What follows belongs to an exercise in optimizing a design on an open flow for small area and a short achievable clock period; a production flow would make more cautious choices.
Where RTL was checked, it was by simulation tests only, not by an equivalence proof against the original.
Power figures rest on the tool's default switching activity, not on a simulated workload.

## ec_rmw
module ec_rmw (
    input  wire         clk,
    input  wire         rst_n,
    input  wire         in_valid,
    input  wire [1:0]   in_op,        
    input  wire [31:0]  in_mask,      
    input  wire [255:0] in_wdata,     
    input  wire [31:0]  in_wpoison,   
    input  wire [255:0] in_sdata,     
    input  wire [31:0]  in_scheck,    
    output reg          out_valid,
    output reg  [2:0]   out_class,
    output reg  [31:0]  out_synd,
    output reg  [255:0] out_rdata,
    output reg          out_poison,
    output reg          out_wb,
    output reg  [255:0] out_wdata,
    output reg  [31:0]  out_wcheck,
    output reg          out_ev_ce,
    output reg          out_ev_ue,
    output reg          out_ev_pw
);
For scale: about 3400 cells after synthesis, about 590 flip-flops, about 1200 I/O pins, roughly 33000 um2 of cells after synthesis.
clock: 12.0 ns
lec_check: 0
cap_margin: 20
core_area: 5 5 260 260
cts_buf_list: sky130_fd_sc_hd__clkbuf_4 sky130_fd_sc_hd__clkbuf_8
cts_cluster_diameter: 50
cts_cluster_size: 12
die_area: 0 0 265 265
slew_margin: 20
standard.sh (not shown) runs the stock make flow with config.mk's settings and CLKGATE_MAP_FILE= SYNTH_SCRIPT=/design/flow/synth_recipe.tcl, a recipe that flattens the netlist after the stock synthesis.
==> flow/flow/run.sh <==
#!/bin/bash
# The standard layout (the standard.sh: unchanged synthesis, floorplan, power
# grid, placement, CTS and routing) with these changes to how it is made:
#  - the port buffers that global placement inserts are buf_1 cells instead of
#    the resizer's default pick;
#  - pins may sit on adjacent routing tracks, so the ports fit a smaller die;
set -euo pipefail
export BUFFER_PORTS_ARGS="-buffer_cell sky130_fd_sc_hd__buf_1"
export SETUP_SLACK_MARGIN=7
export PLACE_PINS_ARGS="-min_distance 1 -min_distance_in_tracks"
bash standard.sh finish > flow_make.log 2>&1
Next try:
- CTS_BUF_LIST: sky130_fd_sc_hd__clkbuf_4 sky130_fd_sc_hd__clkbuf_8 -> sky130_fd_sc_hd__clkbuf_2 sky130_fd_sc_hd__clkbuf_4
- CTS_CLUSTER_DIAMETER: 50 -> not set
- CTS_CLUSTER_SIZE: 12 -> not set
Effect: Via count rises by 2.9%; wire length rises by about 2.4%; worst setup slack degrades by 0.10 ns; first-iteration DRC count falls by about 4%; sequential power rises by about 2%.

========
ec_rmw, a different RTL version from the one above (not shown whole).
For scale: about 3500 cells after synthesis, roughly 1200 I/O pins.
// ec_rmw
module ec_rmw (
    input  wire         clk,
    input  wire         rst_n,
    input  wire         in_valid,
    input  wire [1:0]   in_op,        
    input  wire [31:0]  in_mask,      
    input  wire [255:0] in_wdata,     
    input  wire [31:0]  in_wpoison,   
    input  wire [255:0] in_sdata,     
    input  wire [31:0]  in_scheck,    
    output reg          out_valid,
    output reg  [2:0]   out_class,
    output reg  [31:0]  out_synd,
    output reg  [255:0] out_rdata,
    output reg          out_poison,
    output reg          out_wb,
    output reg  [255:0] out_wdata,
    output reg  [31:0]  out_wcheck,
    output reg          out_ev_ce,
    output reg          out_ev_ue,
    output reg          out_ev_pw
);
    localparam OP_WRITE = 2'd1;
    localparam OP_SCRUB = 2'd2;
    wire        wr    = (in_op == OP_WRITE);
    wire        scrub = (in_op == OP_SCRUB);
    wire [31:0] keep  = ~(in_mask & {32{wr}});    
    reg [255:0] mraw;
    integer b;
    always @* begin
        for (b = 0; b < 32; b = b + 1)
            mraw[8 * b +: 8] = keep[b] ? in_sdata[8 * b +: 8] : in_wdata[8 * b +: 8];
    end
    wire [31:0] scalc, mcalc;
    ec_encode u_senc (.data(in_sdata), .check(scalc));
    ec_encode u_menc (.data(mraw),     .check(mcalc));
    wire [31:0] synd = in_scheck ^ scalc;
    wire [15:0] sc   = synd[31:16];
    wire        zero, cbit, dbit, spois, uerr;
    wire [15:0] pair;
    ec_classify u_cls (.synd(synd), .zero(zero), .cbit(cbit), .dbit(dbit), .spois(spois),
                       .uerr(uerr), .pair(pair));
    reg wfix_pre;
    integer r;
    always @* begin
        wfix_pre = 1'b0;
  ...
export LEC_CHECK = 0
export CAP_MARGIN = 20
export CORE_AREA = 5 5 425 425
export CTS_BUF_LIST = sky130_fd_sc_hd__clkbuf_4 sky130_fd_sc_hd__clkbuf_8
export DIE_AREA = 0 0 430 430
export SLEW_MARGIN = 20
create_clock -name core_clock -period 12.0 [get_ports {clk}]
==> flow/flow/run.sh <==
#!/bin/bash
set -euo pipefail
export BUFFER_PORTS_ARGS="-buffer_cell sky130_fd_sc_hd__buf_1"
export SETUP_SLACK_MARGIN=7
bash standard.sh finish > flow_make.log 2>&1
The starting point finished clean.
Change:
==> flow/flow/run.sh (replaced) <==
#!/bin/bash
set -euo pipefail
export BUFFER_PORTS_ARGS="-buffer_cell sky130_fd_sc_hd__buf_1"
export SETUP_SLACK_MARGIN=7
export PLACE_PINS_ARGS="-min_distance 1 -min_distance_in_tracks"
bash standard.sh finish > flow_make.log 2>&1
Settings changed: CORE_AREA 5 5 425 425 to 5 5 315 315, DIE_AREA 0 0 430 430 to 0 0 320 320.
The new run finished clean.
Core utilization goes up by 18 points.
Power drops by 12%.
Cell area drops by 12%.
Synthesized area is unchanged.
Sequential power shrinks by about 4%.
Via count is lower by 7.5%.
Hold slack gets better by 100 ps.
Clock-buffer cell count shrinks by 3.

========
== alpha ==
Another version of the RTL of ec_rmw (not shown whole).
For scale: ~1200 I/O pins, ~35000 µm² of cells after synthesis.
// ec_rmw
module ec_rmw (
    input  wire         clk,
    input  wire         rst_n,
    input  wire         in_valid,
    input  wire [1:0]   in_op,        
    input  wire [31:0]  in_mask,      
    input  wire [255:0] in_wdata,     
    input  wire [31:0]  in_wpoison,   
    input  wire [255:0] in_sdata,     
    input  wire [31:0]  in_scheck,    
    output reg          out_valid,
    output reg  [2:0]   out_class,
    output reg  [31:0]  out_synd,
    output reg  [255:0] out_rdata,
    output reg          out_poison,
    output reg          out_wb,
    output reg  [255:0] out_wdata,
    output reg  [31:0]  out_wcheck,
    output reg          out_ev_ce,
    output reg          out_ev_ue,
    output reg          out_ev_pw
);
    localparam OP_WRITE = 2'd1;
    localparam OP_SCRUB = 2'd2;
    wire        wr    = (in_op == OP_WRITE);
    wire        scrub = (in_op == OP_SCRUB);
    wire [31:0] wmask = wr ? in_mask : 32'd0;    
    reg [255:0] mraw;
    integer b;
    always @* begin
  ...
clock: 12.0 ns
lec_check: 0
cap_margin: 20
core_area: 5 5 425 425
cts_buf_list: sky130_fd_sc_hd__clkbuf_4 sky130_fd_sc_hd__clkbuf_8
die_area: 0 0 430 430
setup_slack_margin: 3
slew_margin: 20
==> flow/flow/run.sh <==
#!/bin/bash
# The standard layout (the standard.sh, unchanged synthesis, floorplan, power
# grid, placement, CTS and routing), with the port buffers that global placement
# inserts made as buf_1 cells instead of the resizer's default pick.
# Each ORFS step writes its full log under orfs/logs/; make's own output goes to
# flow_make.log in this folder.
set -euo pipefail
export BUFFER_PORTS_ARGS="-buffer_cell sky130_fd_sc_hd__buf_1"
bash standard.sh finish > flow_make.log 2>&1
### alpha -> beta
- SETUP_SLACK_MARGIN removed (was 3)
==> flow/flow/run.sh <==
#!/bin/bash
set -euo pipefail
export BUFFER_PORTS_ARGS="-buffer_cell sky130_fd_sc_hd__buf_1"
export SETUP_SLACK_MARGIN=7
bash standard.sh finish > flow_make.log 2>&1
### Flow results
- beta ended up with a higher final standard cell utilization of the core than alpha did.
- [beta vs alpha] setup slack of the critical path after layout: higher in beta
- Master of the slowest instance on the critical path = xnor2_2: beta; master of the slowest instance on the critical path = xnor2_1: alpha
- Re number of clock buffers in the layout: alpha was higher than beta.
No run of this note included a check of the RTL's function; only the layout flow was run.

## separate check: timing with driven ports
The flow's constraints put no driver on any port. The routed layouts listed below were extracted and timed again, unchanged, in two steps. Step 1 sets driving cells, clkbuf_16 on the clock port and buf_2 on the other inputs (assumed; they add their load-dependent delay and slew). Step 2, shift: input delay + t, output delay - t, t = (earliest + latest rising clock arrival at the registers) / 2. This alone moves slack from input paths to output paths. Three values: ideal, step 1, step 2; two values: the first two.
run	t, ns	setup slack, ns	hold WS [ns]	worst setup path after step 2	worst data-port slew with drivers (ns)
the first run of note 1	0.764	6.968 / 6.919 / 6.241	1.883 / 1.848 / 2.612	input to register	0.15
the second run of note 1	1.054	6.864 / 6.798 / 6.016	1.567 / 1.529 / 2.583	input to register	0.18
the first run of note 2	0.971	6.859 / 6.835 / 5.947	1.708 / 1.649 / 2.620	input to register	0.38
the second run of note 2	0.838	6.930 / 6.936 / 6.124	1.811 / 1.780 / 2.618	input to register	0.17
alpha	0.971	4.014 / 4.062 / 3.091	1.693 / 1.639 / 2.610	input to register	0.27
beta	0.976	6.433 / 6.460 / 5.484	1.625 / 1.619 / 2.595	input to register	0.29
After both steps every run listed still meets setup and hold. The setup slack of beta, which loses most, moves by +0.027 ns with the drivers and by -0.949 ns with both steps.
